What follows belongs to an exercise in optimizing a design on an open flow for small area, a short achievable clock period and few clock cycles per item; a production flow would make more cautious choices. Only simulation tests tie the RTL to the original design; equivalence was not proved.

==> inputs of 07-23 <==
==> flow/design.v (excerpt) <==
module post_requant (
    input  wire        clk,
    input  wire        rst,         
    input  wire        in_valid,
    output reg         in_ready,
    input  wire [1:0]  in_otype,
    input  wire [31:0] in_acc,
    input  wire [31:0] in_bias,
    input  wire [31:0] in_m,
    input  wire [5:0]  in_rs,
    input  wire [15:0] in_zp,
    input  wire [15:0] in_qmin,
    input  wire [15:0] in_qmax,
    output reg         out_valid,
    input  wire        out_ready,
    output wire [31:0] out_y
);
export LEC_CHECK = 0
export CAP_MARGIN = 20
export CORE_MARGIN = 2
export CORE_UTILIZATION = 60
export SLEW_MARGIN = 20
create_clock -name core_clock -period 20.0 [get_ports {clk}]
standard.sh (not shown) runs the stock make flow with config.mk's settings and CLKGATE_MAP_FILE= SYNTH_SCRIPT=/design/flow/synth_recipe.tcl, a recipe that flattens the netlist after the stock synthesis.
==> flow/flow/run.sh <==
#!/bin/bash
# The standard layout (the standard.sh: standard synthesis, floorplan,
# placement, CTS, routing), with ORFS's timing repair aimed at a setup margin
# so that it works towards a shorter period than the 20 ns clock needs.
# The clock, the constraints and the synthesis are the standard ones.
set -euo pipefail
MARGIN=$(cat flow/margin.txt)
bash standard.sh SETUP_SLACK_MARGIN=$MARGIN finish > flow_standard.log 2>&1
==> flow/flow/margin.txt <==
14.8
==> 10-14 (differences from 07-23) <==
- CORE_UTILIZATION: 60 -> 50
==> 10-10 (differences from 07-23) <==
==> flow/flow/run.sh (replaced) <==
#!/bin/bash
# The standard layout (the standard.sh: standard synthesis, floorplan,
# placement, CTS, routing) with two changes to how ORFS makes it:
#  - its timing repair aims at a setup margin (flow/margin.txt), so that it
#    works towards a shorter period than the 20 ns clock needs;
#  - the port buffers that buffer_ports inserts on every input and output
#    are sky130_fd_sc_hd__buf_2 cells instead of delay-buffer cells.
# The clock, the constraints and the synthesis are the standard ones.
set -euo pipefail
MARGIN=$(cat flow/margin.txt)
bash standard.sh SETUP_SLACK_MARGIN=$MARGIN \
  "BUFFER_PORTS_ARGS=-buffer_cell sky130_fd_sc_hd__buf_2" finish > flow_standard.log 2>&1
- CORE_UTILIZATION: 60 -> 50
- CTS_CLUSTER_DIAMETER: not set -> 60
- CTS_CLUSTER_SIZE: not set -> 30
- PLACE_DENSITY: not set -> 0.75
==> 07-19 (differences from 07-23) <==
- CORE_UTILIZATION: 60 -> 50
- CTS_CLUSTER_DIAMETER: not set -> 60
- CTS_CLUSTER_SIZE: not set -> 30
==> qor summary <==
| metric | 10-14 | 07-23 | 07-19 | 10-10 |
|---|---|---|---|---|
| Outcome | complete, no violations | complete, no violations | complete, no violations | complete, no violations |
| Source of the critical timing path | out_h[18]$_DFFE_PN_ | out_h[9]$_DFFE_PN_ | out_h[18]$_DFFE_PN_ | out_h[7]$_DFFE_PN_ |
| Area Overhead vs Synth | 10.57% | 9.845% | 9.870% | 8.190% |
| Routability cong. | 0.9910 | 1.076 | 0.9910 | 1.005 |
| Arrival time at the worst endpoint | 1.24 ns | 1.23 ns | 1.25 ns | 1.26 ns |
| Sequential fraction of total cell area | 29.82% | 30.02% | 30.02% | 30.49% |
| Die area | 111100 um2 | 92810 um2 | 111100 um2 | 111100 um2 |
| Global-route total usage across every layer | 31.93% | 37.20% | 31.83% | 31.25% |
| Met1 GRT Util | 41.07% | 46.99% | 41.11% | 39.76% |
| DP Area | 57110 um2 | 56820 um2 | 57110 um2 | 56080 um2 |
| Worst r2r path cells | 20 | 13 | 20 | 10 |
| Reg-to-reg critical path startpoint | b_s[26]$_DFF_P_ | b_s[3]$_DFF_P_ | b_s[9]$_DFF_P_ | two[3]$_DFF_P_ |
| Die Span X | 333.3 um | 304.6 um | 333.3 um | 333.3 um |
| Number of placed cells counting well taps | 6609 | 6382 | 6609 | 6598 |
| Register-to-Register Setup Slack | 14.91 ns | 14.84 ns | 14.90 ns | 14.89 ns |
| Row count | 120 | 110 | 120 | 120 |
| Worst slew pin tran | 1.139 ns | 1.106 ns | 1.127 ns | 1.169 ns |
| Wire length on met3 | 14.58 mm | 17.25 mm | 14.83 mm | 18.41 mm |
Testbench counts of 07-23, summed over its fixed seeds: cycles 32,040, items 32,000.
Testbench counts of 10-14, summed over its fixed seeds: cycles 32,040, items 32,000.
Testbench counts of 10-10, summed over its fixed seeds: cycles 32,040, items 32,000.
Testbench counts of 07-19, summed over its fixed seeds: cycles 32,040, items 32,000.

==> what the ideal ports hide <==
No port has a modelled driver above. Below, the same layouts with a new extraction and two added sets of constraints. Step 1: set_driving_cell puts a clkbuf_16 on clk and a buf_2 on each other input, an assumption about the parent block. Step 2 also shifts input and output timing later by t, the mid clock arrival at the registers, as if the neighbouring blocks saw the same clock. Three values: ideal, step 1, step 2; two values: the first two.
run	t, ns	setup slack, ns	slew at the worst register clock pin (ns)
07-23	0.728	14.767 / 14.699 / 14.277	0.08 / 0.08
10-14	0.755	14.757 / 14.685 / 14.287	0.07 / 0.07
10-10	0.741	14.741 / 14.670 / 14.580	0.11 / 0.11
07-19	0.762	14.754 / 14.679 / 14.262	0.10 / 0.10
After both steps every run listed still meets setup and hold. The setup slack of 07-19, which loses most, moves by -0.075 ns with the drivers and by -0.492 ns with both steps.
